Source: an optimization exercise on an open RTL-to-GDS flow (aim: small area, a short achievable clock period and few clock cycles per item). Production flows keep margins and buffers that such runs may drop.
In this exercise RTL edits were held to simulation tests only and were not proved equivalent to the original.

## flow/design.v (module list and top-level ports; edited modules follow where they fit)
// module sfl_frame_check: 767 lines
module sfl_frame_check (
    input  wire         clk,
    input  wire         rst,             
    input  wire         start,           
    input  wire [383:0] frame,           
    input  wire [31:0]  cid,
    input  wire [1:0]   conn_state,      
    input  wire [15:0]  last_seq,        
    input  wire [15:0]  connect_seq,     
    output wire         ready,
    output reg          done,
    output wire         accept,
    output wire         ok_a,
    output wire         ok_b,
    output reg          hdr_ok,
    output reg          seq_ok,
    output wire         restart,
    output wire [7:0]   lost,
    output wire [3:0]   conn,
    output wire [7:0]   kind,
    output wire [15:0]  seq,
    output wire [15:0]  echo
);
  // ...
==> flow/flow/run.sh <==
#!/bin/bash
set -euo pipefail
MARGIN="${FLOW_SETUP_MARGIN:-6}"
bash standard.sh finish \
  "BUFFER_PORTS_ARGS=-buffer_cell sky130_fd_sc_hd__buf_1" \
  "SETUP_SLACK_MARGIN=${MARGIN}" > flow_make.log 2>&1
==> flow/standard.sh <==
#!/bin/bash
# synth_recipe.tcl (not shown) runs the flow's synth.tcl, then flattens the netlist and writes it again
# the make line also repeats each setting of config.mk as NAME=value (left out here)
make -C /OpenROAD-flow-scripts/flow DESIGN_CONFIG=/design/flow/config.mk WORK_HOME=/design/flow/orfs CLKGATE_MAP_FILE= SYNTH_SCRIPT=/design/flow/synth_recipe.tcl "${@:-finish}"
==> flow/config.mk <==
export PLATFORM = sky130hd
export DESIGN_NAME = sfl_frame_check
export DESIGN_NICKNAME = sfl_frame_check
export VERILOG_FILES = /design/flow/design.v
export SDC_FILE = /design/flow/constraint.sdc
export NUM_CORES = 4
export LEC_CHECK = 0
export CAP_MARGIN = 20
export CORE_MARGIN = 2
export CORE_UTILIZATION = 30
export SLEW_MARGIN = 20
export TNS_END_PERCENT = 0
==> flow/constraint.sdc <==
create_clock -name core_clock -period 10.0 [get_ports {clk}]
set_input_delay 2.0000 -clock core_clock [delete_from_list [all_inputs] [get_ports {clk}]]
set_output_delay 2.0000 -clock core_clock [all_outputs]
set_load 0.01 [all_outputs]
==> results.toml, run 1 <==
[worst_setup_path]
worst-r2r-setup-slack_ps = 5280
timing.rr.start = "ph[0]"
cp.arrival_ps = 5280
worstPathRequired_ps = 10290
crit_end = "crc_b[20]"

[synthesis]
synth_top_cells_by_count = "1403 x xnor2_1, 342 x xor2_1, 80 x dfxtp_1"
synth.most_common_cell = "xnor2_1"
synth-compound-area-share_pct = 9.85
syn_inst = 2574
synth_edf_count = 0
yosys_warnings = 1

[cells_and_area]
n_all_buffers = 777
top_regs = "crc_a: 32 flops, crc_b: 32 flops, lost_r: 8 flops"

[routing]
route.detailed.drc = 0
antenna_left = 0
route.met2.wl_um = 77400

[clocking]
cts_buffer_depth = 2
cts_htree_levels = 3
clkTransAtPathRegs_ps = 90

[floorplanning]
die_h_um = 273
die_w_um = 273

[timing]
finalSetupViolCount = 0

[placed_design]
place_hpwl_um = 168000
gp_congestion = 1.11

[status]
status = "timing/DRC/antenna clean"
Testbench counts, summed over its fixed seeds: cycles 16,000, frames 3,200.
==> run 2: changes to the inputs <==
==> flow/design.v (replaced) <==
module sfl_frame_check (
    input  wire         clk,
    input  wire         rst,             
    input  wire         start,           
    input  wire [383:0] frame,           
    input  wire [31:0]  cid,
    input  wire [1:0]   conn_state,      
    input  wire [15:0]  last_seq,        
    input  wire [15:0]  connect_seq,     
    output wire         ready,
    output reg          done,
    output wire         accept,
    output wire         ok_a,
    output wire         ok_b,
    output reg          hdr_ok,
    output reg          seq_ok,
    output wire         restart,
    output wire [7:0]   lost,
    output wire [3:0]   conn,
    output wire [7:0]   kind,
    output wire [15:0]  seq,
    output wire [15:0]  echo
);
    localparam [31:0] RES_A = 32'hB798B438;
    localparam [31:0] RES_B = 32'h0843323B;
    wire [7:0]  f_b0      = frame[7:0];
    wire [7:0]  f_kind    = frame[15:8];
    wire [15:0] f_seq     = frame[31:16];
    wire [15:0] f_echo    = frame[47:32];
    wire [7:0]  f_plen    = frame[55:48];
    wire [7:0]  f_flags   = frame[63:56];
    wire [31:0] f_resv    = frame[319:288];
    wire        f_connect = f_flags[0];
    reg  [2:0] ph;
    wire       busy = |ph;
    assign ready = !busy;
    always @(posedge clk) begin
        if (rst) begin
            ph   <= 0;
            done <= 1'b0;
        end else begin
            ph   <= {ph, start && !busy};
            done <= ph[2];
        end
    end
    wire [128-1:0] ca = ({128{ph[0]}} & {frame[95:0], ~cid[31:0]}) |
                     ({128{ph[1]}} & frame[223:96]) |
                     ({128{ph[2]}} & frame[351:224]);
    wire [128-1:0] cb = ({128{ph[0]}} & {frame[95:0], ~cid[31:0]}) |
                     ({128{ph[1]}} & frame[223:96]) |
                     ({128{ph[2]}} & {frame[383:352], frame[319:224]});
    reg  [31:0] crc_a, crc_b;
    wire [31:0] sx_a = (crc_a & {32{!ph[0]}}) ^ ca[31:0];
    wire [31:0] sx_b = (crc_b & {32{!ph[0]}}) ^ cb[31:0];
    wire [31:0] upd_a, upd_b;
    wire [604:0] xt;
    assign xt[0] = ca[78] ^ ca[82];
    assign xt[1] = ca[40] ^ ca[42];
    assign xt[2] = ca[53] ^ ca[76];
    assign xt[3] = ca[60] ^ ca[77];
    assign xt[4] = ca[48] ^ ca[55];
    assign xt[5] = ca[64] ^ ca[93];
    assign xt[6] = ca[50] ^ ca[75];
    assign xt[7] = ca[45] ^ ca[80];
    assign xt[8] = ca[41] ^ ca[83];
    assign xt[9] = ca[74] ^ ca[92];
    assign xt[10] = ca[46] ^ ca[81];
    assign xt[11] = ca[65] ^ ca[94];
    assign xt[12] = ca[56] ^ ca[79];
    assign xt[13] = ca[47] ^ ca[61];
    assign xt[14] = ca[52] ^ ca[59];
    assign xt[15] = ca[51] ^ ca[58];
    assign xt[16] = ca[44] ^ ca[57];
    assign xt[17] = ca[89] ^ ca[95];
    assign xt[18] = ca[38] ^ ca[43];
    assign xt[19] = ca[33] ^ ca[35];
    assign xt[20] = ca[68] ^ ca[91];
    assign xt[21] = ca[49] ^ ca[70];
    assign xt[22] = ca[36] ^ ca[54];
    assign xt[23] = cb[107] ^ sx_b[29];
    assign xt[24] = cb[106] ^ sx_b[28];
    assign xt[25] = ca[62] ^ ca[73];
    assign xt[26] = ca[32] ^ ca[71];
    assign xt[27] = ca[119] ^ sx_a[14];
    assign xt[28] = cb[127] ^ sx_b[22];
    assign xt[29] = cb[126] ^ sx_b[21];
    assign xt[30] = cb[125] ^ sx_b[20];
    assign xt[31] = ca[72] ^ ca[90];
    assign xt[32] = ca[63] ^ ca[86];
    assign xt[33] = ca[34] ^ ca[39];
    assign xt[34] = ca[102] ^ sx_a[19];
    assign xt[35] = ca[87] ^ xt[2];
    assign xt[36] = sx_b[18] ^ sx_b[27];
    assign xt[37] = sx_b[17] ^ sx_b[26];
    assign xt[38] = cb[124] ^ sx_b[19];
    assign xt[39] = ca[37] ^ ca[66];
    assign xt[40] = sx_b[30] ^ sx_b[31];
    assign xt[41] = sx_b[0] ^ sx_b[16];
    assign xt[42] = ca[69] ^ ca[88];
    assign xt[43] = ca[121] ^ ca[98];
    assign xt[44] = ca[116] ^ ca[97];
    assign xt[45] = ca[110] ^ sx_a[27];
    assign xt[46] = ca[106] ^ sx_a[23];
    assign xt[47] = ca[105] ^ sx_a[22];
    assign xt[48] = ca[67] ^ xt[0];
    assign xt[49] = sx_a[1] ^ sx_a[3];
    assign xt[50] = cb[122] ^ cb[123];
    assign xt[51] = cb[121] ^ sx_b[2];
    assign xt[52] = cb[120] ^ sx_b[15];
    assign xt[53] = cb[119] ^ sx_b[14];
    assign xt[54] = cb[118] ^ sx_b[13];
    assign xt[55] = ca[99] ^ sx_a[0];
    assign xt[56] = ca[96] ^ sx_a[10];
    assign xt[57] = ca[122] ^ sx_a[8];
    assign xt[58] = ca[118] ^ sx_a[9];
    assign xt[59] = ca[100] ^ ca[109];
    assign xt[60] = xt[4] ^ xt[7];
    assign xt[61] = ca[111] ^ xt[34];
    assign xt[62] = sx_b[1] ^ sx_b[3];
    assign xt[63] = cb[110] ^ sx_b[9];
    assign xt[64] = cb[109] ^ sx_b[8];
    assign xt[65] = cb[108] ^ sx_b[7];
    assign xt[66] = cb[105] ^ sx_b[10];
    assign xt[67] = cb[102] ^ sx_b[12];
    assign xt[68] = ca[117] ^ ca[120];
    assign xt[69] = ca[104] ^ sx_a[21];
    assign xt[70] = ca[103] ^ sx_a[20];
    assign xt[71] = xt[5] ^ xt[6];
    assign xt[72] = sx_b[11] ^ sx_b[4];
    assign xt[73] = sx_a[31] ^ sx_a[6];
    assign xt[74] = sx_a[30] ^ sx_a[5];
    assign xt[75] = sx_a[2] ^ sx_a[4];
    assign xt[76] = sx_a[18] ^ sx_a[7];
    assign xt[77] = cb[103] ^ cb[117];
    assign xt[78] = cb[100] ^ cb[115];
    assign xt[79] = ca[82] ^ ca[85];
    assign xt[80] = ca[126] ^ ca[127];
    assign xt[81] = ca[124] ^ ca[125];
    assign xt[82] = ca[108] ^ sx_a[25];
    assign xt[83] = ca[107] ^ sx_a[24];
    assign xt[84] = xt[1] ^ xt[26];
    assign xt[85] = sx_a[11] ^ xt[27];
    assign xt[86] = ca[53] ^ xt[10];
    assign xt[87] = ca[115] ^ xt[56];
    assign xt[88] = cb[101] ^ sx_b[6];
    assign xt[89] = ca[76] ^ ca[84];
    assign xt[90] = ca[123] ^ sx_a[13];
    assign xt[91] = ca[114] ^ sx_a[26];
    assign xt[92] = ca[101] ^ ca[113];
    assign xt[93] = xt[41] ^ xt[53];
    assign xt[94] = xt[36] ^ xt[38];
    assign xt[95] = xt[32] ^ xt[9];
    assign xt[96] = xt[29] ^ xt[30];
    assign xt[97] = xt[24] ^ xt[51];
    assign xt[98] = xt[23] ^ xt[8];
    assign xt[99] = cb[116] ^ xt[37];
    assign xt[100] = ca[112] ^ xt[43];
    assign xt[101] = sx_a[17] ^ sx_a[29];
    assign xt[102] = sx_a[16] ^ sx_a[28];
    assign xt[103] = cb[113] ^ sx_b[5];
    assign xt[104] = ca[52] ^ ca[85];
    assign xt[105] = xt[3] ^ xt[68];
    assign xt[106] = xt[21] ^ xt[22];
    assign xt[107] = xt[19] ^ xt[28];
    assign xt[108] = xt[13] ^ xt[55];
    assign xt[109] = xt[12] ^ xt[18];
    assign xt[110] = xt[11] ^ xt[15];
    assign xt[111] = sx_b[25] ^ xt[66];
    assign xt[112] = ca[69] ^ xt[3];
    assign xt[113] = xt[14] ^ xt[48];
    assign xt[114] = sx_a[12] ^ sx_a[15];
    assign xt[115] = cb[114] ^ cb[96];
    assign xt[116] = ca[54] ^ ca[61];
    assign xt[117] = ca[35] ^ ca[40];
    assign xt[118] = xt[49] ^ xt[59];
    assign xt[119] = xt[47] ^ xt[74];
    assign xt[120] = xt[46] ^ xt[73];
    assign xt[121] = xt[44] ^ xt[45];
    assign xt[122] = xt[40] ^ xt[54];
    assign xt[123] = xt[20] ^ xt[25];
    assign xt[124] = xt[16] ^ xt[8];
    assign xt[125] = cb[99] ^ xt[67];
    assign xt[126] = cb[98] ^ xt[63];
    assign xt[127] = cb[97] ^ xt[64];
    assign xt[128] = ca[46] ^ xt[17];
    assign xt[129] = ca[34] ^ xt[62];
    assign xt[130] = ca[84] ^ cb[111];
    assign xt[131] = ca[73] ^ cb[104];
    assign xt[132] = ca[70] ^ ca[86];
    assign xt[133] = ca[68] ^ ca[77];
    assign xt[134] = ca[67] ^ ca[78];
    assign xt[135] = ca[63] ^ ca[65];
    assign xt[136] = ca[62] ^ ca[79];
    assign xt[137] = ca[59] ^ ca[81];
    assign xt[138] = ca[49] ^ ca[66];
    assign xt[139] = ca[45] ^ ca[60];
    assign xt[140] = ca[39] ^ ca[41];
    assign xt[141] = ca[37] ^ ca[92];
    assign xt[142] = xt[77] ^ xt[78];
    assign xt[143] = xt[75] ^ xt[92];
    assign xt[144] = xt[70] ^ xt[91];
    assign xt[145] = xt[7] ^ xt[9];
    assign xt[146] = xt[16] ^ xt[58];
    assign xt[147] = xt[15] ^ xt[57];
    assign xt[148] = cb[112] ^ xt[52];
    assign xt[149] = ca[90] ^ xt[69];
    assign xt[150] = ca[88] ^ xt[39];
    assign xt[151] = ca[87] ^ xt[89];
    assign xt[152] = ca[56] ^ xt[17];
    assign xt[153] = ca[48] ^ xt[79];
    assign xt[154] = ca[44] ^ xt[42];
    assign xt[155] = ca[42] ^ xt[4];
    assign xt[156] = ca[33] ^ xt[31];
    assign xt[157] = ca[58] ^ xt[87];
    assign xt[158] = ca[80] ^ ca[83];
    assign xt[159] = ca[55] ^ ca[57];
    assign xt[160] = ca[35] ^ ca[75];
    assign xt[161] = ca[32] ^ ca[64];
    assign xt[162] = xt[76] ^ xt[80];
    assign xt[163] = xt[65] ^ xt[72];
    assign xt[164] = xt[5] ^ xt[50];
    assign xt[165] = xt[11] ^ xt[83];
    assign xt[166] = xt[10] ^ xt[12];
    assign xt[167] = sx_b[3] ^ xt[88];
    assign xt[168] = sx_b[23] ^ xt[0];
    assign xt[169] = cb[109] ^ xt[39];
    assign xt[170] = ca[93] ^ xt[1];
    assign xt[171] = ca[91] ^ xt[47];
    assign xt[172] = ca[72] ^ xt[29];
    assign xt[173] = ca[67] ^ xt[103];
    assign xt[174] = ca[50] ^ xt[33];
    assign xt[175] = ca[43] ^ xt[13];
    assign xt[176] = ca[122] ^ xt[81];
    assign xt[177] = ca[121] ^ xt[90];
    assign xt[178] = xt[46] ^ xt[61];
    assign xt[179] = xt[14] ^ xt[152];
    assign xt[180] = xt[1] ^ xt[35];
    assign xt[181] = sx_b[24] ^ xt[107];
    assign xt[182] = sx_a[27] ^ xt[71];
    assign xt[183] = cb[99] ^ xt[93];
    assign xt[184] = ca[124] ^ xt[85];
    assign xt[185] = sx_a[12] ^ sx_a[16];
    assign xt[186] = cb[115] ^ sx_b[12];
    assign xt[187] = cb[110] ^ sx_b[30];
    assign xt[188] = cb[101] ^ sx_b[27];
    assign xt[189] = cb[100] ^ sx_b[1];
    assign xt[190] = ca[99] ^ sx_a[18];
    assign xt[191] = ca[63] ^ ca[74];
    assign xt[192] = ca[57] ^ cb[108];
    assign xt[193] = ca[54] ^ ca[94];
    assign xt[194] = ca[51] ^ sx_b[5];
    assign xt[195] = ca[39] ^ sx_b[22];
    assign xt[196] = ca[32] ^ ca[40];
    assign xt[197] = ca[123] ^ sx_a[10];
    assign xt[198] = ca[114] ^ ca[72];
    assign xt[199] = xt[58] ^ xt[6];
    assign xt[200] = xt[43] ^ xt[82];
    assign xt[201] = xt[115] ^ xt[65];
    assign xt[202] = sx_b[6] ^ xt[131];
    assign xt[203] = sx_b[2] ^ xt[25];
    assign xt[204] = cb[98] ^ xt[21];
    assign xt[205] = ca[95] ^ xt[50];
    assign xt[206] = ca[80] ^ xt[4];
    assign xt[207] = ca[47] ^ xt[22];
    assign xt[208] = ca[36] ^ xt[9];
    assign xt[209] = ca[119] ^ xt[59];
    assign xt[210] = xt[98] ^ xt[99];
    assign xt[211] = xt[6] ^ xt[94];
    assign xt[212] = xt[35] ^ xt[84];
    assign xt[213] = xt[18] ^ xt[60];
    assign xt[214] = xt[129] ^ xt[24];
    assign xt[215] = xt[108] ^ xt[143];
    assign xt[216] = xt[105] ^ xt[114];
    assign xt[217] = xt[100] ^ xt[19];
    assign xt[218] = sx_b[11] ^ xt[167];
    assign xt[219] = sx_a[15] ^ xt[121];
    assign xt[220] = cb[97] ^ xt[111];
    assign xt[221] = ca[71] ^ xt[86];
    assign xt[222] = ca[51] ^ xt[165];
    assign xt[223] = ca[59] ^ xt[184];
    assign xt[224] = sx_b[23] ^ sx_b[4];
    assign xt[225] = sx_a[20] ^ sx_a[9];
    assign xt[226] = sx_a[13] ^ sx_a[2];
    assign xt[227] = sx_a[11] ^ sx_a[5];
    assign xt[228] = cb[116] ^ sx_b[17];
    assign xt[229] = cb[114] ^ cb[121];
    assign xt[230] = cb[112] ^ sx_b[21];
    assign xt[231] = cb[111] ^ sx_b[15];
    assign xt[232] = cb[104] ^ cb[105];
    assign xt[233] = cb[101] ^ sx_b[9];
    assign xt[234] = ca[89] ^ cb[102];
    assign xt[235] = ca[88] ^ ca[89];
    assign xt[236] = ca[77] ^ sx_b[13];
    assign xt[237] = ca[74] ^ cb[117];
    assign xt[238] = ca[71] ^ ca[95];
    assign xt[239] = ca[65] ^ sx_b[7];
    assign xt[240] = ca[64] ^ ca[75];
    assign xt[241] = ca[56] ^ ca[63];
    assign xt[242] = ca[50] ^ cb[107];
    assign xt[243] = ca[44] ^ sx_b[14];
    assign xt[244] = ca[41] ^ sx_a[23];
    assign xt[245] = ca[38] ^ cb[96];
    assign xt[246] = ca[37] ^ ca[79];
    assign xt[247] = ca[37] ^ ca[49];
    assign xt[248] = ca[33] ^ sx_b[31];
    assign xt[249] = ca[127] ^ ca[66];
    assign xt[250] = ca[126] ^ sx_a[6];
    assign xt[251] = ca[125] ^ ca[79];
    assign xt[252] = ca[118] ^ sx_a[4];
    assign xt[253] = ca[115] ^ sx_a[1];
    assign xt[254] = ca[112] ^ ca[93];
    assign xt[255] = ca[107] ^ sx_a[3];
    assign xt[256] = ca[102] ^ ca[111];
    assign xt[257] = ca[101] ^ ca[120];
    assign xt[258] = xt[49] ^ xt[70];
    assign xt[259] = xt[38] ^ xt[72];
    assign xt[260] = xt[23] ^ xt[37];
    assign xt[261] = xt[227] ^ xt[8];
    assign xt[262] = xt[2] ^ xt[3];
    assign xt[263] = xt[198] ^ xt[90];
    assign xt[264] = xt[19] ^ xt[247];
    assign xt[265] = xt[186] ^ xt[40];
    assign xt[266] = xt[160] ^ xt[20];
    assign xt[267] = xt[15] ^ xt[18];
    assign xt[268] = xt[141] ^ xt[32];
    assign xt[269] = xt[134] ^ xt[33];
    assign xt[270] = xt[132] ^ xt[2];
    assign xt[271] = xt[117] ^ xt[57];
    assign xt[272] = xt[11] ^ xt[236];
    assign xt[273] = xt[102] ^ xt[81];
    assign xt[274] = xt[101] ^ xt[91];
    assign xt[275] = xt[0] ^ xt[44];
    assign xt[276] = xt[0] ^ xt[104];
    assign xt[277] = sx_b[26] ^ xt[52];
    assign xt[278] = sx_b[0] ^ xt[28];
    assign xt[279] = sx_a[29] ^ xt[82];
    assign xt[280] = sx_a[28] ^ xt[197];
    assign xt[281] = sx_a[26] ^ xt[27];
    assign xt[282] = sx_a[17] ^ xt[45];
    assign xt[283] = cb[115] ^ xt[135];
    assign xt[284] = cb[103] ^ xt[67];
    assign xt[285] = ca[84] ^ xt[25];
    assign xt[286] = ca[81] ^ xt[31];
    assign xt[287] = ca[81] ^ xt[14];
    assign xt[288] = ca[70] ^ xt[1];
    assign xt[289] = ca[68] ^ xt[30];
    assign xt[290] = ca[65] ^ xt[139];
    assign xt[291] = ca[58] ^ xt[239];
    assign xt[292] = ca[52] ^ xt[42];
    assign xt[293] = ca[45] ^ xt[76];
    assign xt[294] = ca[43] ^ xt[140];
    assign xt[295] = ca[34] ^ xt[22];
    assign xt[296] = ca[117] ^ xt[44];
    assign xt[297] = ca[113] ^ xt[83];
    assign xt[298] = xt[96] ^ xt[99];
    assign xt[299] = xt[54] ^ xt[94];
    assign xt[300] = xt[35] ^ xt[5];
    assign xt[301] = xt[175] ^ xt[26];
    assign xt[302] = xt[172] ^ xt[41];
    assign xt[303] = xt[168] ^ xt[97];
    assign xt[304] = xt[159] ^ xt[84];
    assign xt[305] = xt[156] ^ xt[200];
    assign xt[306] = xt[149] ^ xt[153];
    assign xt[307] = xt[148] ^ xt[96];
    assign xt[308] = xt[146] ^ xt[147];
    assign xt[309] = xt[144] ^ xt[185];
    assign xt[310] = xt[130] ^ xt[163];
    assign xt[311] = xt[13] ^ xt[85];
    assign xt[312] = xt[126] ^ xt[98];
    assign xt[313] = xt[126] ^ xt[31];
    assign xt[314] = xt[125] ^ xt[63];
    assign xt[315] = xt[124] ^ xt[86];
    assign xt[316] = xt[122] ^ xt[97];
    assign xt[317] = xt[12] ^ xt[173];
    assign xt[318] = xt[118] ^ xt[136];
    assign xt[319] = xt[116] ^ xt[95];
    assign xt[320] = xt[110] ^ xt[60];
    assign xt[321] = xt[109] ^ xt[128];
    assign xt[322] = xt[101] ^ xt[155];
    assign xt[323] = xt[100] ^ xt[112];
    assign xt[324] = xt[10] ^ xt[169];
    assign xt[325] = sx_b[16] ^ xt[262];
    assign xt[326] = cb[119] ^ xt[203];
    assign xt[327] = ca[62] ^ xt[154];
    assign xt[328] = ca[47] ^ xt[106];
    assign xt[329] = ca[43] ^ xt[174];
    assign xt[330] = ca[36] ^ xt[258];
    assign xt[331] = ca[108] ^ xt[123];
    assign xt[332] = ca[100] ^ xt[162];
    assign xt[333] = xt[182] ^ xt[225];
    assign xt[334] = xt[178] ^ xt[48];
    assign xt[335] = xt[117] ^ xt[213];
    assign xt[336] = xt[111] ^ xt[183];
    assign xt[337] = ca[93] ^ xt[210];
    assign xt[338] = ca[85] ^ xt[180];
    assign xt[339] = ca[85] ^ xt[113];
    assign xt[340] = ca[66] ^ xt[181];
    assign xt[341] = ca[116] ^ xt[179];
    assign xt[342] = sx_b[25] ^ sx_b[31];
    assign xt[343] = sx_b[22] ^ sx_b[29];
    assign xt[344] = sx_b[19] ^ sx_b[24];
    assign xt[345] = sx_b[12] ^ sx_b[20];
    assign xt[346] = sx_b[10] ^ sx_b[4];
    assign xt[347] = sx_b[10] ^ sx_b[18];
    assign xt[348] = sx_a[7] ^ sx_a[8];
    assign xt[349] = sx_a[5] ^ sx_a[6];
    assign xt[350] = sx_a[21] ^ sx_a[30];
    assign xt[351] = sx_a[13] ^ sx_a[25];
    assign xt[352] = sx_a[12] ^ sx_a[7];
    assign xt[353] = cb[97] ^ sx_b[18];
    assign xt[354] = cb[125] ^ sx_b[8];
    assign xt[355] = cb[122] ^ cb[127];
    assign xt[356] = cb[120] ^ cb[96];
    assign xt[357] = cb[118] ^ sx_b[17];
    assign xt[358] = cb[113] ^ cb[123];
    assign xt[359] = cb[111] ^ cb[116];
    assign xt[360] = cb[106] ^ cb[112];
    assign xt[361] = ca[96] ^ sx_a[8];
    assign xt[362] = ca[95] ^ ca[98];
    assign xt[363] = ca[91] ^ sx_b[1];
    assign xt[364] = ca[90] ^ cb[102];
    assign xt[365] = ca[88] ^ cb[123];
    assign xt[366] = ca[87] ^ sx_a[0];
    assign xt[367] = ca[86] ^ sx_b[14];
    assign xt[368] = ca[84] ^ ca[90];
    assign xt[369] = ca[82] ^ sx_b[15];
    assign xt[370] = ca[77] ^ sx_b[21];
    assign xt[371] = ca[69] ^ sx_b[6];
    assign xt[372] = ca[67] ^ cb[114];
    assign xt[373] = ca[62] ^ sx_a[18];
    assign xt[374] = ca[61] ^ cb[113];
    assign xt[375] = ca[59] ^ ca[94];
    assign xt[376] = ca[58] ^ ca[80];
    assign xt[377] = ca[57] ^ ca[97];
    assign xt[378] = ca[54] ^ sx_a[14];
    assign xt[379] = ca[48] ^ ca[92];
    assign xt[380] = ca[47] ^ cb[117];
    assign xt[381] = ca[46] ^ sx_b[5];
    assign xt[382] = ca[46] ^ ca[83];
    assign xt[383] = ca[46] ^ ca[71];
    assign xt[384] = ca[44] ^ sx_b[28];
    assign xt[385] = ca[43] ^ ca[87];
    assign xt[386] = ca[41] ^ ca[94];
    assign xt[387] = ca[38] ^ ca[94];
    assign xt[388] = ca[36] ^ sx_b[19];
    assign xt[389] = ca[32] ^ cb[121];
    assign xt[390] = ca[32] ^ cb[108];
    assign xt[391] = ca[124] ^ sx_a[22];
    assign xt[392] = ca[114] ^ ca[34];
    assign xt[393] = ca[110] ^ ca[96];
    assign xt[394] = ca[109] ^ sx_a[31];
    assign xt[395] = ca[106] ^ sx_a[19];
    assign xt[396] = ca[104] ^ sx_a[10];
    assign xt[397] = ca[103] ^ sx_a[3];
    assign xt[398] = ca[102] ^ ca[113];
    assign xt[399] = ca[101] ^ ca[108];
    assign xt[400] = xt[74] ^ xt[82];
    assign xt[401] = xt[7] ^ xt[79];
    assign xt[402] = xt[6] ^ xt[62];
    assign xt[403] = xt[57] ^ xt[92];
    assign xt[404] = xt[52] ^ xt[9];
    assign xt[405] = xt[396] ^ xt[55];
    assign xt[406] = xt[395] ^ xt[80];
    assign xt[407] = xt[377] ^ xt[58];
    assign xt[408] = xt[361] ^ xt[75];
    assign xt[409] = xt[360] ^ xt[51];
    assign xt[410] = xt[36] ^ xt[64];
    assign xt[411] = xt[36] ^ xt[388];
    assign xt[412] = xt[359] ^ xt[364];
    assign xt[413] = xt[352] ^ xt[366];
    assign xt[414] = xt[342] ^ xt[363];
    assign xt[415] = xt[33] ^ xt[89];
    assign xt[416] = xt[33] ^ xt[50];
    assign xt[417] = xt[256] ^ xt[83];
    assign xt[418] = xt[254] ^ xt[70];
    assign xt[419] = xt[250] ^ xt[3];
    assign xt[420] = xt[24] ^ xt[374];
    assign xt[421] = xt[234] ^ xt[246];
    assign xt[422] = xt[231] ^ xt[28];
    assign xt[423] = xt[23] ^ xt[78];
    assign xt[424] = xt[229] ^ xt[54];
    assign xt[425] = xt[21] ^ xt[391];
    assign xt[426] = xt[196] ^ xt[20];
    assign xt[427] = xt[195] ^ xt[65];
    assign xt[428] = xt[194] ^ xt[88];
    assign xt[429] = xt[193] ^ xt[69];
    assign xt[430] = xt[192] ^ xt[64];
    assign xt[431] = xt[19] ^ xt[39];
    assign xt[432] = xt[189] ^ xt[66];
    assign xt[433] = xt[187] ^ xt[245];
    assign xt[434] = xt[17] ^ xt[240];
    assign xt[435] = xt[161] ^ xt[253];
    assign xt[436] = xt[16] ^ xt[349];
    assign xt[437] = xt[16] ^ xt[188];
    assign xt[438] = xt[158] ^ xt[77];
    assign xt[439] = xt[138] ^ xt[5];
    assign xt[440] = xt[137] ^ xt[42];
    assign xt[441] = xt[136] ^ xt[232];
    assign xt[442] = xt[135] ^ xt[257];
    assign xt[443] = xt[133] ^ xt[32];
    assign xt[444] = xt[133] ^ xt[137];
    assign xt[445] = xt[132] ^ xt[255];
    assign xt[446] = xt[130] ^ xt[53];
    assign xt[447] = xt[13] ^ xt[241];
    assign xt[448] = xt[116] ^ xt[141];
    assign xt[449] = xt[114] ^ xt[397];
    assign xt[450] = xt[11] ^ xt[230];
    assign xt[451] = xt[11] ^ xt[138];
    assign xt[452] = xt[102] ^ xt[80];
    assign xt[453] = xt[102] ^ xt[69];
    assign xt[454] = xt[101] ^ xt[235];
    assign xt[455] = xt[10] ^ xt[196];
    assign xt[456] = xt[1] ^ xt[350];
    assign xt[457] = sx_b[30] ^ xt[224];
    assign xt[458] = sx_a[4] ^ xt[45];
    assign xt[459] = sx_a[24] ^ xt[27];
    assign xt[460] = cb[126] ^ xt[248];
    assign xt[461] = cb[100] ^ xt[357];
    assign xt[462] = ca[98] ^ xt[55];
    assign xt[463] = ca[92] ^ xt[22];
    assign xt[464] = ca[91] ^ xt[354];
    assign xt[465] = ca[88] ^ xt[20];
    assign xt[466] = ca[78] ^ xt[160];
    assign xt[467] = ca[75] ^ xt[115];
    assign xt[468] = ca[73] ^ xt[368];
    assign xt[469] = ca[72] ^ xt[37];
    assign xt[470] = ca[69] ^ xt[187];
    assign xt[471] = ca[53] ^ xt[3];
    assign xt[472] = ca[53] ^ xt[188];
    assign xt[473] = ca[49] ^ xt[12];
    assign xt[474] = ca[47] ^ xt[190];
    assign xt[475] = ca[39] ^ xt[158];
    assign xt[476] = ca[38] ^ xt[16];
    assign xt[477] = ca[126] ^ xt[104];
    assign xt[478] = ca[125] ^ xt[34];
    assign xt[479] = ca[118] ^ xt[191];
    assign xt[480] = ca[107] ^ xt[31];
    assign xt[481] = xt[73] ^ xt[87];
    assign xt[482] = xt[61] ^ xt[76];
    assign xt[483] = xt[445] ^ xt[61];
    assign xt[484] = xt[379] ^ xt[71];
    assign xt[485] = xt[289] ^ xt[460];
    assign xt[486] = xt[281] ^ xt[282];
    assign xt[487] = xt[28] ^ xt[93];
    assign xt[488] = xt[279] ^ xt[71];
    assign xt[489] = xt[278] ^ xt[469];
    assign xt[490] = xt[277] ^ xt[412];
    assign xt[491] = xt[276] ^ xt[86];
    assign xt[492] = xt[275] ^ xt[462];
    assign xt[493] = xt[273] ^ xt[378];
    assign xt[494] = xt[270] ^ xt[394];
    assign xt[495] = xt[268] ^ xt[68];
    assign xt[496] = xt[267] ^ xt[98];
    assign xt[497] = xt[265] ^ xt[60];
    assign xt[498] = xt[260] ^ xt[345];
    assign xt[499] = xt[259] ^ xt[30];
    assign xt[500] = xt[243] ^ xt[84];
    assign xt[501] = xt[237] ^ xt[264];
    assign xt[502] = xt[233] ^ xt[94];
    assign xt[503] = xt[21] ^ xt[96];
    assign xt[504] = xt[209] ^ xt[285];
    assign xt[505] = xt[209] ^ xt[261];
    assign xt[506] = xt[208] ^ xt[423];
    assign xt[507] = xt[205] ^ xt[441];
    assign xt[508] = xt[204] ^ xt[62];
    assign xt[509] = xt[201] ^ xt[97];
    assign xt[510] = xt[199] ^ xt[33];
    assign xt[511] = xt[176] ^ xt[18];
    assign xt[512] = xt[172] ^ xt[272];
    assign xt[513] = xt[170] ^ xt[410];
    assign xt[514] = xt[169] ^ xt[202];
    assign xt[515] = xt[164] ^ xt[464];
    assign xt[516] = xt[164] ^ xt[346];
    assign xt[517] = xt[162] ^ xt[206];
    assign xt[518] = xt[161] ^ xt[93];
    assign xt[519] = xt[154] ^ xt[271];
    assign xt[520] = xt[153] ^ xt[71];
    assign xt[521] = xt[151] ^ xt[79];
    assign xt[522] = xt[151] ^ xt[274];
    assign xt[523] = xt[150] ^ xt[398];
    assign xt[524] = xt[15] ^ xt[284];
    assign xt[525] = xt[149] ^ xt[26];
    assign xt[526] = xt[145] ^ xt[458];
    assign xt[527] = xt[145] ^ xt[439];
    assign xt[528] = xt[142] ^ xt[444];
    assign xt[529] = xt[142] ^ xt[35];
    assign xt[530] = xt[134] ^ xt[99];
    assign xt[531] = xt[13] ^ xt[286];
    assign xt[532] = xt[128] ^ xt[144];
    assign xt[533] = xt[127] ^ xt[470];
    assign xt[534] = xt[127] ^ xt[291];
    assign xt[535] = xt[127] ^ xt[173];
    assign xt[536] = xt[125] ^ xt[465];
    assign xt[537] = xt[124] ^ xt[290];
    assign xt[538] = xt[123] ^ xt[440];
    assign xt[539] = xt[121] ^ xt[351];
    assign xt[540] = xt[120] ^ xt[456];
    assign xt[541] = xt[120] ^ xt[294];
    assign xt[542] = xt[119] ^ xt[474];
    assign xt[543] = xt[119] ^ xt[177];
    assign xt[544] = xt[112] ^ xt[438];
    assign xt[545] = xt[112] ^ xt[122];
    assign xt[546] = xt[109] ^ xt[95];
    assign xt[547] = xt[108] ^ xt[155];
    assign xt[548] = xt[107] ^ xt[358];
    assign xt[549] = xt[106] ^ xt[418];
    assign xt[550] = xt[105] ^ xt[293];
    assign xt[551] = xt[104] ^ xt[143];
    assign xt[552] = xt[103] ^ xt[292];
    assign xt[553] = sx_b[13] ^ xt[446];
    assign xt[554] = sx_a[15] ^ xt[60];
    assign xt[555] = cb[98] ^ xt[428];
    assign xt[556] = cb[103] ^ xt[424];
    assign xt[557] = ca[86] ^ xt[119];
    assign xt[558] = ca[55] ^ xt[166];
    assign xt[559] = ca[54] ^ xt[421];
    assign xt[560] = ca[48] ^ xt[87];
    assign xt[561] = ca[42] ^ xt[207];
    assign xt[562] = ca[127] ^ xt[85];
    assign xt[563] = ca[123] ^ xt[110];
    assign xt[564] = ca[119] ^ xt[263];
    assign xt[565] = ca[105] ^ xt[61];
    assign xt[566] = ca[103] ^ xt[120];
    assign xt[567] = xt[328] ^ xt[347];
    assign xt[568] = xt[324] ^ xt[40];
    assign xt[569] = xt[322] ^ xt[8];
    assign xt[570] = xt[310] ^ xt[411];
    assign xt[571] = xt[308] ^ xt[393];
    assign xt[572] = xt[307] ^ xt[343];
    assign xt[573] = xt[304] ^ xt[326];
    assign xt[574] = xt[300] ^ xt[369];
    assign xt[575] = xt[299] ^ xt[528];
    assign xt[576] = xt[298] ^ xt[319];
    assign xt[577] = xt[283] ^ xt[325];
    assign xt[578] = xt[242] ^ xt[313];
    assign xt[579] = xt[222] ^ xt[540];
    assign xt[580] = xt[220] ^ xt[447];
    assign xt[581] = xt[219] ^ xt[95];
    assign xt[582] = xt[217] ^ xt[436];
    assign xt[583] = xt[217] ^ xt[321];
    assign xt[584] = xt[216] ^ xt[481];
    assign xt[585] = xt[215] ^ xt[495];
    assign xt[586] = xt[214] ^ xt[375];
    assign xt[587] = xt[211] ^ xt[316];
    assign xt[588] = xt[199] ^ xt[219];
    assign xt[589] = xt[182] ^ xt[519];
    assign xt[590] = xt[174] ^ xt[318];
    assign xt[591] = xt[171] ^ xt[323];
    assign xt[592] = xt[171] ^ xt[311];
    assign xt[593] = xt[157] ^ xt[468];
    assign xt[594] = xt[157] ^ xt[287];
    assign xt[595] = xt[125] ^ xt[179];
    assign xt[596] = xt[116] ^ xt[512];
    assign xt[597] = sx_a[1] ^ xt[305];
    assign xt[598] = sx_a[12] ^ xt[491];
    assign xt[599] = cb[106] ^ xt[545];
    assign xt[600] = ca[89] ^ xt[544];
    assign xt[601] = ca[64] ^ xt[113];
    assign xt[602] = ca[60] ^ xt[490];
    assign xt[603] = ca[37] ^ xt[212];
    assign xt[604] = ca[112] ^ xt[222];
    assign upd_a[0] = (((xt[520] ^ (xt[271] ^ xt[280])) ^ ((xt[417] ^ (ca[100] ^ xt[138])) ^ ((xt[257] ^ xt[373]) ^ (xt[376] ^ xt[75])))) ^ ((xt[223] ^ xt[581]) ^ (xt[591] ^ (xt[315] ^ xt[330]))));
    assign upd_a[1] = (((xt[563] ^ ((ca[42] ^ sx_a[9]) ^ xt[100])) ^ ((xt[106] ^ xt[151]) ^ (xt[176] ^ xt[261]))) ^ (((xt[449] ^ xt[453]) ^ xt[334]) ^ (xt[585] ^ ((xt[137] ^ xt[139]) ^ xt[488]))));
    assign upd_a[2] = (((xt[543] ^ ((ca[50] ^ ca[61]) ^ xt[405])) ^ ((xt[419] ^ (ca[68] ^ xt[14])) ^ ((xt[238] ^ xt[252]) ^ (xt[382] ^ xt[5])))) ^ ((xt[604] ^ (xt[309] ^ xt[318])) ^ ((xt[322] ^ xt[511]) ^ (xt[521] ^ xt[523]))));
    assign upd_a[3] = ((((xt[263] ^ xt[282]) ^ (xt[400] ^ xt[451])) ^ ((xt[471] ^ xt[475]) ^ ((sx_a[0] ^ xt[134]) ^ (xt[253] ^ xt[32])))) ^ ((((xt[69] ^ (ca[105] ^ ca[51])) ^ xt[311]) ^ (xt[327] ^ xt[332])) ^ ((xt[511] ^ xt[551]) ^ (xt[566] ^ ((ca[84] ^ ca[96]) ^ xt[152])))));
    assign upd_a[4] = (((xt[526] ^ xt[532]) ^ (((ca[61] ^ ca[93]) ^ xt[106]) ^ (xt[266] ^ xt[406]))) ^ (((xt[413] ^ (xt[251] ^ xt[73])) ^ xt[593]) ^ ((((ca[104] ^ ca[122]) ^ (ca[32] ^ ca[39])) ^ xt[113]) ^ (xt[323] ^ xt[505]))));
    assign upd_a[5] = (((xt[525] ^ xt[547]) ^ ((xt[425] ^ xt[443]) ^ (xt[449] ^ xt[459]))) ^ ((((sx_a[13] ^ xt[0]) ^ (xt[386] ^ xt[75])) ^ xt[582]) ^ (((xt[89] ^ (ca[64] ^ ca[79])) ^ xt[157]) ^ (xt[332] ^ xt[523]))));
    assign upd_a[6] = (((((sx_a[25] ^ sx_a[2]) ^ xt[170]) ^ (xt[273] ^ xt[290])) ^ ((xt[297] ^ xt[405]) ^ (xt[48] ^ (xt[17] ^ xt[244])))) ^ ((((xt[249] ^ xt[45]) ^ ((ca[34] ^ ca[75]) ^ (ca[87] ^ sx_a[20]))) ^ xt[582]) ^ ((xt[221] ^ xt[482]) ^ (xt[546] ^ xt[564]))));
    assign upd_a[7] = ((((xt[200] ^ xt[274]) ^ (xt[293] ^ xt[419])) ^ ((xt[480] ^ (xt[193] ^ xt[251])) ^ ((xt[34] ^ (ca[119] ^ ca[123])) ^ ((ca[49] ^ ca[67]) ^ (sx_a[21] ^ sx_a[22]))))) ^ ((xt[338] ^ xt[581]) ^ ((xt[215] ^ xt[329]) ^ (xt[538] ^ xt[560]))));
    assign upd_a[8] = (((xt[517] ^ xt[532]) ^ ((xt[105] ^ xt[118]) ^ (xt[425] ^ xt[61]))) ^ ((((sx_a[11] ^ xt[102]) ^ (xt[244] ^ xt[385])) ^ xt[589]) ^ (((xt[74] ^ (ca[115] ^ ca[51])) ^ xt[319]) ^ (xt[331] ^ xt[492]))));
    assign upd_a[9] = ((((xt[149] ^ xt[176]) ^ (xt[407] ^ xt[454])) ^ (((sx_a[23] ^ xt[0]) ^ (xt[12] ^ xt[14])) ^ ((xt[190] ^ xt[249]) ^ (xt[383] ^ (ca[109] ^ ca[35]))))) ^ ((xt[338] ^ xt[584]) ^ (xt[592] ^ (xt[320] ^ xt[483]))));
    assign upd_a[10] = ((((xt[399] ^ xt[49]) ^ xt[301]) ^ (xt[493] ^ (xt[413] ^ xt[477]))) ^ (((xt[479] ^ xt[480]) ^ ((sx_a[30] ^ xt[12]) ^ (xt[17] ^ xt[226]))) ^ (xt[334] ^ xt[589])));
    assign upd_a[11] = (((xt[494] ^ xt[554]) ^ (((sx_a[28] ^ sx_a[9]) ^ xt[124]) ^ (xt[156] ^ xt[408]))) ^ (((xt[454] ^ (xt[240] ^ xt[251])) ^ ((xt[27] ^ xt[80]) ^ (xt[90] ^ (ca[102] ^ sx_a[0])))) ^ (xt[604] ^ (xt[330] ^ xt[331]))));
    assign upd_a[12] = ((((xt[295] ^ xt[403]) ^ (xt[417] ^ xt[452])) ^ (xt[333] ^ xt[341])) ^ ((xt[603] ^ ((sx_a[11] ^ (ca[123] ^ ca[35])) ^ xt[306])) ^ ((xt[504] ^ xt[537]) ^ (xt[557] ^ (xt[100] ^ xt[279])))));
    assign upd_a[13] = (((((ca[111] ^ ca[113]) ^ xt[118]) ^ (xt[296] ^ xt[408])) ^ ((xt[448] ^ (ca[82] ^ xt[114])) ^ xt[333])) ^ ((xt[579] ^ ((xt[137] ^ xt[190]) ^ xt[213])) ^ ((xt[305] ^ xt[327]) ^ (xt[522] ^ xt[562]))));
    assign upd_a[14] = ((((xt[177] ^ xt[208]) ^ (xt[400] ^ xt[435])) ^ (((sx_a[21] ^ xt[348]) ^ (xt[42] ^ (ca[117] ^ ca[57]))) ^ xt[335])) ^ ((xt[341] ^ (xt[184] ^ xt[309])) ^ ((xt[494] ^ xt[510]) ^ (xt[565] ^ ((ca[73] ^ ca[99]) ^ xt[110])))));
    assign upd_a[15] = (((xt[525] ^ xt[549]) ^ ((xt[35] ^ xt[431]) ^ ((xt[10] ^ xt[140]) ^ (xt[226] ^ xt[59])))) ^ ((((xt[81] ^ (ca[106] ^ ca[40])) ^ ((ca[65] ^ ca[74]) ^ (ca[75] ^ sx_a[22]))) ^ xt[341]) ^ (xt[584] ^ (xt[308] ^ xt[486]))));
    assign upd_a[16] = ((((xt[150] ^ xt[156]) ^ (xt[177] ^ xt[295])) ^ ((xt[453] ^ (xt[2] ^ xt[244])) ^ ((xt[255] ^ xt[387]) ^ (xt[56] ^ xt[92])))) ^ ((xt[588] ^ xt[592]) ^ ((((ca[111] ^ ca[125]) ^ (ca[126] ^ ca[58])) ^ xt[113]) ^ (xt[304] ^ xt[550]))));
    assign upd_a[17] = ((((xt[147] ^ xt[269]) ^ (xt[448] ^ xt[452])) ^ (((sx_a[24] ^ xt[198]) ^ (xt[2] ^ xt[252])) ^ xt[223])) ^ ((xt[569] ^ xt[583]) ^ (((xt[47] ^ (ca[97] ^ sx_a[10])) ^ xt[178]) ^ (xt[216] ^ xt[331]))));
    assign upd_a[18] = (((((ca[64] ^ sx_a[8]) ^ xt[109]) ^ (xt[118] ^ (xt[20] ^ xt[249]))) ^ (xt[569] ^ xt[593])) ^ ((xt[598] ^ ((xt[256] ^ xt[46]) ^ xt[215])) ^ ((xt[493] ^ xt[510]) ^ (xt[539] ^ xt[557]))));
    assign upd_a[19] = (((xt[522] ^ xt[541]) ^ (xt[543] ^ xt[558])) ^ ((xt[561] ^ (xt[105] ^ xt[147])) ^ (((xt[135] ^ xt[81]) ^ ((ca[126] ^ ca[66]) ^ (ca[67] ^ sx_a[0]))) ^ xt[333])));
    assign upd_a[20] = ((xt[579] ^ (xt[517] ^ (xt[146] ^ xt[150]))) ^ (((xt[175] ^ xt[176]) ^ (xt[280] ^ xt[435])) ^ (((sx_a[27] ^ xt[133]) ^ ((ca[121] ^ ca[56]) ^ (ca[76] ^ sx_a[14]))) ^ xt[339])));
    assign upd_a[21] = (((xt[332] ^ xt[488]) ^ (xt[526] ^ xt[565])) ^ (((xt[426] ^ xt[442]) ^ xt[339]) ^ (xt[583] ^ (((ca[125] ^ ca[97]) ^ (sx_a[14] ^ sx_a[31])) ^ xt[330]))));
    assign upd_a[22] = (((xt[542] ^ xt[563]) ^ ((xt[121] ^ xt[264]) ^ (xt[297] ^ xt[406]))) ^ (((xt[426] ^ (xt[191] ^ xt[56])) ^ xt[223]) ^ (xt[590] ^ (((ca[120] ^ ca[76]) ^ (ca[77] ^ sx_a[26])) ^ xt[306]))));
    assign upd_a[23] = ((xt[598] ^ (((ca[116] ^ ca[117]) ^ (ca[127] ^ ca[33])) ^ xt[566])) ^ ((((ca[74] ^ ca[95]) ^ xt[147]) ^ (xt[459] ^ xt[476])) ^ ((xt[478] ^ (xt[197] ^ xt[254])) ^ ((xt[373] ^ xt[392]) ^ (xt[49] ^ xt[82])))));
    assign upd_a[24] = (((((ca[104] ^ ca[117]) ^ xt[146]) ^ (xt[207] ^ xt[281])) ^ ((xt[403] ^ xt[455]) ^ (xt[477] ^ (sx_a[28] ^ xt[386])))) ^ ((xt[590] ^ xt[591]) ^ ((xt[482] ^ xt[527]) ^ (xt[539] ^ xt[560]))));
    assign upd_a[25] = (((xt[562] ^ (xt[144] ^ xt[170])) ^ ((xt[280] ^ xt[86]) ^ ((xt[19] ^ xt[21]) ^ (xt[362] ^ xt[57])))) ^ ((xt[334] ^ xt[585]) ^ (xt[588] ^ (((ca[105] ^ ca[112]) ^ (ca[41] ^ sx_a[29])) ^ xt[320]))));
    assign upd_a[26] = (((xt[542] ^ xt[546]) ^ (xt[551] ^ (xt[112] ^ xt[266]))) ^ (((xt[296] ^ xt[429]) ^ ((sx_a[29] ^ xt[185]) ^ (xt[238] ^ xt[392]))) ^ (xt[571] ^ (((ca[106] ^ ca[115]) ^ (ca[80] ^ sx_a[14])) ^ xt[180]))));
    assign upd_a[27] = (((xt[554] ^ xt[564]) ^ ((xt[119] ^ xt[146]) ^ (xt[296] ^ xt[463]))) ^ (((xt[466] ^ (xt[362] ^ xt[42])) ^ xt[594]) ^ ((((ca[100] ^ ca[61]) ^ (ca[77] ^ sx_a[17])) ^ xt[300]) ^ (xt[483] ^ xt[541]))));
    assign upd_a[28] = (((xt[550] ^ xt[558]) ^ (((ca[44] ^ sx_a[16]) ^ xt[120]) ^ (xt[165] ^ (xt[235] ^ xt[25])))) ^ ((xt[223] ^ xt[603]) ^ (((xt[252] ^ xt[399]) ^ xt[157]) ^ (xt[492] ^ xt[549]))));
    assign upd_a[29] = (((xt[505] ^ (xt[108] ^ xt[150])) ^ ((xt[275] ^ xt[297]) ^ (xt[429] ^ xt[478]))) ^ (((xt[479] ^ (sx_a[17] ^ xt[159])) ^ ((xt[26] ^ xt[348]) ^ (xt[7] ^ (ca[50] ^ ca[59])))) ^ (xt[597] ^ (xt[216] ^ xt[321]))));
    assign upd_a[30] = (((xt[504] ^ xt[547]) ^ ((xt[166] ^ xt[171]) ^ (xt[269] ^ xt[434]))) ^ ((((xt[158] ^ xt[226]) ^ (xt[250] ^ xt[68])) ^ xt[571]) ^ (xt[597] ^ (((ca[101] ^ ca[38]) ^ (ca[60] ^ sx_a[18])) ^ xt[309]))));
    assign upd_a[31] = ((((xt[108] ^ xt[118]) ^ (xt[123] ^ xt[145])) ^ ((xt[177] ^ xt[407]) ^ (xt[415] ^ xt[442]))) ^ (((xt[473] ^ (sx_a[7] ^ xt[117])) ^ xt[594]) ^ ((((ca[122] ^ ca[127]) ^ (ca[43] ^ sx_a[2])) ^ xt[178]) ^ (xt[306] ^ xt[486]))));
    assign upd_b[0] = (((xt[325] ^ xt[527]) ^ (xt[553] ^ ((cb[122] ^ sx_b[5]) ^ xt[110]))) ^ (((xt[111] ^ xt[284]) ^ (xt[295] ^ (xt[192] ^ xt[78]))) ^ ((((ca[40] ^ ca[41]) ^ (ca[81] ^ cb[104])) ^ xt[298]) ^ (xt[301] ^ xt[303]))));
    assign upd_b[1] = (((xt[507] ^ ((ca[58] ^ cb[106]) ^ xt[148])) ^ ((xt[155] ^ (xt[243] ^ xt[36])) ^ xt[337])) ^ ((xt[339] ^ xt[596]) ^ (((xt[6] ^ xt[77]) ^ xt[181]) ^ (xt[218] ^ xt[324]))));
    assign upd_b[2] = ((xt[576] ^ (xt[317] ^ xt[516])) ^ (((xt[291] ^ xt[422]) ^ (xt[433] ^ (xt[8] ^ (ca[95] ^ cb[107])))) ^ (xt[573] ^ xt[575])));
    assign upd_b[3] = (((xt[218] ^ xt[489]) ^ ((xt[409] ^ xt[416]) ^ (xt[463] ^ xt[467]))) ^ ((((xt[248] ^ xt[67]) ^ ((ca[45] ^ ca[49]) ^ (ca[51] ^ ca[55]))) ^ xt[575]) ^ (xt[580] ^ (((ca[62] ^ ca[69]) ^ (cb[120] ^ sx_b[8])) ^ xt[212]))));
    assign upd_b[4] = (((xt[508] ^ xt[552]) ^ ((xt[203] ^ xt[208]) ^ (xt[431] ^ xt[461]))) ^ ((xt[580] ^ ((cb[123] ^ xt[242]) ^ xt[221])) ^ ((xt[302] ^ xt[310]) ^ (xt[320] ^ xt[502]))));
    assign upd_b[5] = (((xt[520] ^ xt[555]) ^ ((xt[430] ^ (xt[191] ^ xt[372])) ^ xt[567])) ^ ((xt[595] ^ ((xt[39] ^ (ca[38] ^ cb[112])) ^ xt[214])) ^ ((xt[221] ^ xt[326]) ^ (xt[489] ^ xt[499]))));
    assign upd_b[6] = ((((xt[286] ^ xt[402]) ^ (xt[420] ^ xt[443])) ^ (((cb[122] ^ xt[356]) ^ (xt[389] ^ xt[63])) ^ xt[335])) ^ ((xt[336] ^ xt[337]) ^ (xt[570] ^ (xt[514] ^ ((ca[52] ^ ca[92]) ^ xt[269])))));
    assign upd_b[7] = ((((xt[123] ^ xt[148]) ^ (xt[164] ^ xt[166])) ^ ((xt[432] ^ xt[48]) ^ (xt[97] ^ (xt[140] ^ xt[194])))) ^ ((xt[338] ^ xt[570]) ^ (((xt[387] ^ (ca[44] ^ cb[114])) ^ xt[498]) ^ (xt[501] ^ xt[533]))));
    assign upd_b[8] = (((((cb[111] ^ sx_b[16]) ^ xt[205]) ^ (xt[207] ^ xt[288])) ^ ((xt[401] ^ xt[430]) ^ (xt[450] ^ xt[95]))) ^ ((((sx_b[20] ^ xt[133]) ^ (xt[18] ^ xt[186])) ^ xt[587]) ^ (((xt[246] ^ xt[33]) ^ xt[218]) ^ (xt[312] ^ xt[552]))));
    assign upd_b[9] = (((xt[553] ^ (xt[201] ^ xt[206])) ^ ((xt[466] ^ (xt[132] ^ xt[17])) ^ ((xt[195] ^ xt[228]) ^ (xt[230] ^ xt[30])))) ^ ((((xt[371] ^ xt[38]) ^ (xt[384] ^ (cb[113] ^ sx_b[3]))) ^ xt[568]) ^ ((xt[212] ^ xt[314]) ^ (xt[496] ^ xt[516]))));
    assign upd_b[10] = ((((xt[142] ^ xt[156]) ^ (xt[163] ^ xt[272])) ^ ((xt[287] ^ (sx_b[23] ^ xt[115])) ^ ((xt[140] ^ xt[365]) ^ (xt[40] ^ (ca[45] ^ cb[110]))))) ^ ((xt[567] ^ xt[572]) ^ ((xt[500] ^ xt[521]) ^ (xt[535] ^ ((cb[111] ^ cb[124]) ^ xt[109])))));
    assign upd_b[11] = ((((xt[128] ^ xt[150]) ^ (xt[168] ^ xt[422])) ^ ((xt[471] ^ xt[84]) ^ ((xt[103] ^ xt[131]) ^ (xt[20] ^ xt[229])))) ^ ((((xt[367] ^ xt[38]) ^ (xt[88] ^ (ca[33] ^ ca[85]))) ^ (((cb[112] ^ cb[116]) ^ (cb[118] ^ cb[125])) ^ xt[302])) ^ ((xt[329] ^ xt[497]) ^ (((sx_b[11] ^ sx_b[24]) ^ xt[124]) ^ (xt[126] ^ xt[127])))));
    assign upd_b[12] = (((xt[509] ^ (xt[202] ^ xt[450])) ^ ((xt[476] ^ (sx_b[31] ^ xt[189])) ^ ((xt[367] ^ xt[383]) ^ ((ca[36] ^ ca[42]) ^ (cb[99] ^ sx_b[26]))))) ^ ((xt[340] ^ xt[574]) ^ (xt[600] ^ (xt[313] ^ xt[317]))));
    assign upd_b[13] = (((xt[535] ^ xt[536]) ^ (xt[556] ^ (xt[167] ^ xt[427]))) ^ ((((sx_b[27] ^ xt[141]) ^ (xt[238] ^ xt[24])) ^ ((xt[31] ^ xt[53]) ^ ((ca[40] ^ ca[51]) ^ (ca[60] ^ ca[73])))) ^ (xt[574] ^ (xt[210] ^ xt[503]))));
    assign upd_b[14] = (((xt[487] ^ xt[513]) ^ (((cb[122] ^ sx_b[28]) ^ xt[142]) ^ (xt[201] ^ xt[202]))) ^ (((xt[292] ^ xt[404]) ^ (xt[457] ^ (xt[20] ^ xt[234]))) ^ (xt[596] ^ (((ca[38] ^ ca[50]) ^ (ca[71] ^ ca[84])) ^ xt[312]))));
    assign upd_b[15] = ((((xt[106] ^ xt[277]) ^ (xt[278] ^ xt[401])) ^ ((xt[416] ^ xt[434]) ^ (xt[96] ^ (xt[189] ^ xt[344])))) ^ ((xt[573] ^ xt[599]) ^ ((((ca[76] ^ cb[101]) ^ (sx_b[25] ^ sx_b[29])) ^ xt[314]) ^ (xt[531] ^ xt[534]))));
    assign upd_b[16] = (((xt[515] ^ (xt[107] ^ xt[268])) ^ ((xt[285] ^ xt[472]) ^ ((xt[192] ^ xt[194]) ^ (xt[228] ^ xt[232])))) ^ ((((xt[356] ^ xt[382]) ^ ((ca[56] ^ ca[60]) ^ (cb[124] ^ sx_b[0]))) ^ xt[578]) ^ (xt[586] ^ (xt[328] ^ xt[497]))));
    assign upd_b[17] = (((xt[498] ^ xt[514]) ^ (xt[529] ^ ((cb[124] ^ sx_b[4]) ^ xt[205]))) ^ (((xt[276] ^ xt[414]) ^ ((sx_b[9] ^ xt[241]) ^ (xt[353] ^ xt[370]))) ^ (xt[335] ^ ((xt[381] ^ (ca[41] ^ ca[50])) ^ xt[183]))));
    assign upd_b[18] = (((xt[530] ^ xt[555]) ^ (xt[561] ^ ((cb[125] ^ sx_b[2]) ^ xt[404]))) ^ (((xt[427] ^ xt[432]) ^ (xt[433] ^ xt[473])) ^ (((xt[161] ^ xt[365]) ^ (xt[370] ^ (ca[86] ^ cb[104]))) ^ (xt[299] ^ xt[315]))));
    assign upd_b[19] = (((xt[303] ^ xt[485]) ^ (xt[534] ^ xt[559])) ^ (((xt[170] ^ xt[60]) ^ ((cb[105] ^ xt[130]) ^ (xt[195] ^ xt[380]))) ^ (((xt[385] ^ (ca[52] ^ ca[57])) ^ xt[183]) ^ (xt[211] ^ xt[218]))));
    assign upd_b[20] = (((xt[312] ^ xt[524]) ^ (((sx_b[7] ^ sx_b[8]) ^ xt[109]) ^ (xt[154] ^ xt[206]))) ^ (((xt[455] ^ xt[461]) ^ ((xt[138] ^ xt[2]) ^ (xt[224] ^ xt[344]))) ^ (xt[586] ^ ((xt[355] ^ (ca[85] ^ ca[90])) ^ xt[307]))));
    assign upd_b[21] = (((xt[515] ^ xt[530]) ^ ((xt[110] ^ xt[270]) ^ (xt[420] ^ xt[457]))) ^ ((xt[340] ^ xt[595]) ^ (((xt[233] ^ (cb[105] ^ sx_b[18])) ^ xt[329]) ^ (xt[500] ^ xt[506]))));
    assign upd_b[22] = (((xt[518] ^ xt[531]) ^ (((sx_b[21] ^ sx_b[24]) ^ xt[151]) ^ (xt[260] ^ xt[265]))) ^ (((xt[289] ^ xt[467]) ^ ((xt[231] ^ xt[376]) ^ (xt[384] ^ xt[51]))) ^ ((xt[113] ^ xt[501]) ^ (xt[502] ^ xt[507]))));
    assign upd_b[23] = (((xt[220] ^ xt[538]) ^ ((xt[122] ^ xt[153]) ^ ((cb[102] ^ xt[228]) ^ (xt[245] ^ xt[390])))) ^ ((((xt[50] ^ xt[7]) ^ ((ca[33] ^ ca[36]) ^ (ca[79] ^ ca[83]))) ^ xt[572]) ^ (xt[577] ^ (xt[211] ^ xt[214]))));
    assign upd_b[24] = (((xt[518] ^ xt[548]) ^ ((xt[353] ^ xt[204]) ^ (xt[259] ^ xt[415]))) ^ ((xt[568] ^ xt[576]) ^ (xt[600] ^ ((ca[51] ^ xt[23]) ^ xt[303]))));
    assign upd_b[25] = (((xt[529] ^ (xt[145] ^ (cb[110] ^ xt[104]))) ^ (((xt[136] ^ xt[159]) ^ (xt[193] ^ xt[372])) ^ xt[336])) ^ ((xt[340] ^ xt[587]) ^ (xt[602] ^ (xt[496] ^ xt[508]))));
    assign upd_b[26] = (((xt[536] ^ (xt[122] ^ xt[148])) ^ ((xt[294] ^ xt[402]) ^ (xt[437] ^ xt[451]))) ^ (((xt[95] ^ (xt[1] ^ xt[139])) ^ ((xt[23] ^ xt[29]) ^ (xt[380] ^ xt[381]))) ^ (((xt[66] ^ xt[72]) ^ ((ca[55] ^ ca[56]) ^ (ca[95] ^ sx_b[19]))) ^ xt[601])));
    assign upd_b[27] = (((xt[484] ^ xt[487]) ^ (xt[524] ^ xt[537])) ^ (((xt[128] ^ xt[175]) ^ ((sx_b[20] ^ xt[371]) ^ (xt[390] ^ xt[72]))) ^ ((((ca[66] ^ ca[68]) ^ (cb[100] ^ cb[96])) ^ xt[180]) ^ (xt[316] ^ xt[317]))));
    assign upd_b[28] = (((xt[506] ^ xt[509]) ^ (((ca[48] ^ cb[109]) ^ xt[129]) ^ (xt[288] ^ (xt[41] ^ xt[88])))) ^ ((xt[601] ^ xt[602]) ^ ((xt[220] ^ xt[221]) ^ (xt[327] ^ xt[485]))));
    assign upd_b[29] = (((xt[559] ^ (xt[129] ^ xt[163])) ^ ((xt[204] ^ xt[266]) ^ (xt[283] ^ xt[409]))) ^ (((xt[472] ^ (ca[82] ^ xt[139])) ^ xt[337]) ^ (((xt[355] ^ xt[77]) ^ xt[301]) ^ (xt[302] ^ xt[533]))));
    assign upd_b[30] = ((((xt[267] ^ (sx_b[4] ^ xt[237])) ^ ((xt[25] ^ xt[389]) ^ (xt[4] ^ xt[78]))) ^ (xt[336] ^ xt[578])) ^ ((xt[599] ^ (((ca[45] ^ ca[47]) ^ (ca[65] ^ sx_b[26])) ^ xt[315])) ^ ((xt[503] ^ xt[513]) ^ (xt[548] ^ (xt[129] ^ xt[168])))));
    assign upd_b[31] = (((xt[499] ^ xt[556]) ^ ((xt[166] ^ xt[288]) ^ (xt[414] ^ xt[437]))) ^ (((xt[475] ^ (xt[131] ^ xt[14])) ^ xt[577]) ^ (((xt[52] ^ (cb[105] ^ cb[107])) ^ xt[181]) ^ (xt[314] ^ xt[484]))));
    always @(posedge clk) begin
        crc_a <= upd_a;
        crc_b <= upd_b;
    end
    assign ok_a = (crc_a == RES_A);
    assign ok_b = (crc_b == RES_B);
    reg pad_ok;
    integer p;
    always @* begin
        pad_ok = 1'b1;
        for (p = 0; p < 24; p = p + 1)
            if (p >= f_plen && frame[64 + 8*p +: 8] != 8'h00)
                pad_ok = 1'b0;
    end
    wire kind_ok   = (f_kind == 8'h81) || (f_kind == 8'h00 && f_plen == 8'd4);
    wire hdr_check = (f_b0[7:4] == 4'h1) && kind_ok && (f_plen <= 8'd24) &&
                     (f_flags[7:2] == 6'd0) && f_flags[1] && pad_ok && (f_resv == 32'd0);
    wire [15:0] dm1    = f_seq + ~last_seq;       
    wire        in_win = (dm1[15:8] == 8'd0);      
    wire seq_check = (conn_state == 2'd1) ? (f_connect && (f_echo == connect_seq)) :
                     (conn_state == 2'd2) ? (f_connect || in_win) : 1'b0;
    wire lost_on   = (conn_state == 2'd2) && !f_connect && in_win;
    reg       pass_r, restart_r;
    reg [7:0] lost_r;
    always @(posedge clk) begin
        hdr_ok    <= hdr_check;
        seq_ok    <= seq_check;
        pass_r    <= hdr_check && seq_check;
        restart_r <= hdr_check && seq_check && f_connect;
        lost_r    <= (hdr_check && lost_on) ? dm1[7:0] : 8'd0;
    end
    wire crc_ok = ok_a && ok_b;
    assign accept  = crc_ok && pass_r;
    assign restart = crc_ok && restart_r;
    assign lost    = {8{crc_ok}} & lost_r;
    assign conn    = f_b0[3:0];
    assign kind    = f_kind;
    assign seq     = f_seq;
    assign echo    = f_echo;
endmodule
==> flow/flow/run.sh (replaced) <==
#!/bin/bash
set -euo pipefail
MARGIN="${FLOW_SETUP_MARGIN:-5.5}"
bash standard.sh finish \
  "BUFFER_PORTS_ARGS=-buffer_cell sky130_fd_sc_hd__buf_1" \
  "SETUP_SLACK_MARGIN=${MARGIN}" > flow_make.log 2>&1
==> flow/config.mk (replaced) <==
export PLATFORM = sky130hd
export DESIGN_NAME = sfl_frame_check
export DESIGN_NICKNAME = sfl_frame_check
export VERILOG_FILES = /design/flow/design.v
export SDC_FILE = /design/flow/constraint.sdc
export NUM_CORES = 4
export LEC_CHECK = 0
export CAP_MARGIN = 20
export CORE_MARGIN = 2
export CORE_UTILIZATION = 35
export SLEW_MARGIN = 20
export TNS_END_PERCENT = 0
==> run 2 against run 1 <==
Compared with the run above:
- still clean
- non-clock buffer count grew 7
- final area rose by 3.2%
- final cell count fell by 1.8%
- clock skew up 8.2 ps
- hold slack got worse by 37 ps
==> results.toml, run 2 <==
[synthesis]
synth.avg_cell_area_um2 = 8.52
synth-async-reset-ratio_pct = 0
yosys.area.top_type = "xnor2_1"
synth_top_area_share_pct = 54.6
yosys_warnings = 1
synth_top_cells_by_count = "1382 x xnor2_1, 324 x xor2_1, 80 x dfxtp_1"
synth.most_common_cell = "xnor2_1"
synthDistinctLibCells = 66
syn_nets = 3068
syn_inst = 2599
synthTopCellsByArea = "xnor2_1 55%, xor2_1 13%, dfxtp_1 7.2%"
synth_ff_type = "dfxtp_1"
synth-seq-cells = 80
ys_seq_area_share_pct = 7.23
synth_edf_count = 0
syn-cell-area_um2 = 22100

[timing]
fin_setup_tns_ps = 0
final.min_clock_period_ps = 4820
min_period_over_period_pct = 48.2
finalSetupViolCount = 0
final_max_slew_viol_count = 0
max_freq_mhz = 208
hold_ws_ps = 644
slew-limit-headroom_pct = 25.6
report.final.hold_viol_count = 0
rsz0062_at_grt = "true"
worst_pin_slew_ps = 1110
skew_ps = 21.1

[routing]
viasPerCell = 5.94
antenna_left = 0
route.vias.total = 24300
route.detailed.drc = 0
drt_wl_total_um = 174000
dr.pass1.iters = 11
drtIter0Drc = 4162
wl_per_cell_um = 42.5

[floorplanning]
die_h_um = 256
die_w_um = 256
ios = 513
die-area_um2 = 65300
core_um2 = 62900
initial_core_util_pct = 35.2
rows = 92

[grt]
grt_max_degree = 73
grt_pass1_wl_um = 220000
antenna_found_initial = 12
met2_usage_pct = 71.2
grt_usage_pct = 51.0
grtUsageMet1_pct = 61.9
grt_pass1_vias = 23000
use_met3_pct = 19.2
grt_busiest_layer = "met2"
grt-ovfl-total = 0

[worst_setup_path]
start_kind = "input port"
cp.arrival_ps = 5090
worstPathRequired_ps = 10280
critical_path_class = "in2reg"
rr_worst_depth = 11
path_max_fanout = 6
cp-end-kind = "flip-flop"

[cells_and_area]
drive_gt1_share_pct = 21.6
syn2layout_area_growth_pct = 36.1
top_regs = "crc_a: 32 flops, crc_b: 32 flops, lost_r: 8 flops"
final_cell_mix = "1174 x xnor2_1, 497 x buf_1, 265 x xor2_1"
fin_cells = 4086
fill_cells = 6361
final_nets = 3693
final_common_cell = "xnor2_1"

[placed_design]
place_hpwl_um = 150000
io_buffers = 512
gp_congestion = 1.13
dp_cells = 3955

[clocking]
cts_root_buf = "clkbuf_16"
worstSkewPairLatency_ps = 420
cts_buffers = 9
cts_buffer_depth = 2
clkTransAtPathRegs_ps = 90
cts_htree_levels = 3
cts_hold_buffers = 0
cts.sinks = 80
cts_tree = "yes"

[flow_run]
drv_cap = 0

[hold_path]
hp-class = "reg2reg"
holdPathStages = 1

[status]
status = "timing/DRC/antenna clean"
==> run 2: cell count changes after synthesis, sizes merged, moves of 7 or more <==
cell and delta:
nor2b -8, nand2 +9, nand2b +7, xor2 -17
buf +20, a21oi +11, clkbuf -11
==> run 2: cells by family after synthesis <==
kind of cell / share of synthesized area [%]
AOI/OAI and AO/OA: 10.2
buffers and inverters: 4.56
and+or+nand+nor: 6.57
adders and majority gates: 0.938
DFF: 7.23
muxes: 0.186
xor gates and xnor gates: 70.3
==> run 2: what timing repair did <==
action | 4_1_cts | 5_1_grt
endpoints found under the setup margin | 114 | 111
gates resized for setup | 260 | 179
buffers inserted | 29 | 75
pin swaps | 17 | 41
==> run 2: area by class of cell <==
cell class                      count  area (um2)  share of cell area [%]
Antenna cell                       11        27.5                  0.0913
Clock inverter                      6        75.1                   0.249
Inverter                           23        98.8                   0.328
Clock buffer                       10         239                   0.793
Timing Repair Buffer              784        4270                    14.2
Sequential cell                    80        1610                    5.35
Tap cell                          846        1060                    3.51
Multi-Input combinational cell   2326       22800                    75.5
==> run 2: worst paths after layout <==
kind	slack [ps]	end	startpoint
setup / recovery	5180	crc_b[31]	frame[304]
hold / removal	640	ph[2]	ph[1]
setup reg to reg	5410	crc_a[27]	ph[1]
hold reg to reg	640	ph[2]	ph[1]
==> run 2: per-stage QoR <==
step	instance area (um2)	setup slack [ps]	utilization, %
4_1_cts	28200	5320	44.8
3_3_place_gp	25600	3690	40.8
2_1_floorplan	22200	5330	-
3_5_place_dp	25600	3640	40.8
6_report	30200	5180	48.0
5_1_grt	30200	5280	48.0
==> run 2: metal layers <==
layer,up-vias,routed length (um)
met3,566,23700
met2,2152,68000
met4,4,18300
li1,9758,-
met5,-,27
met1,11800,63600
==> run 2: worst max-delay path: stages <==
cell	delay (ps)
buf_1	270
a222oi_1	550
buf_4	300
buf_4	140
xnor2_2	160
xnor2_1	560
xnor2_1	180
xnor2_1	470
xnor2_1	280
xnor2_1	190
Testbench counts of run 2, summed over its fixed seeds: cycles 16,000, frames 3,200.

static timing again, ports no longer ideal:
The results above use ideal ports. As a check the final layouts listed here were re-extracted and re-timed, cells and wires unchanged. Step 1, drivers: a clkbuf_16 drives clk and a buf_2 each remaining input, both assumed. Step 2 adds t to the input delays and takes it off the output delays; t is the mean of the earliest and latest rising clock arrival at the registers after step 1. Input paths then give back, and output paths get back, about the clock's delay inside the block. Slacks: no drivers / after step 1 / after step 2; pairs: no drivers / after step 1.
run	t, ns	slack for setup (ns)	cell pins on the clock port's net
run 1	0.468	5.009 / 5.048 / 4.580	1
run 2	0.464	5.184 / 5.168 / 4.705	1
After both steps setup and hold are still met in every run listed. For run 2, which loses most, drivers alone change the setup slack by -0.016 ns; drivers and shift together by -0.479 ns.
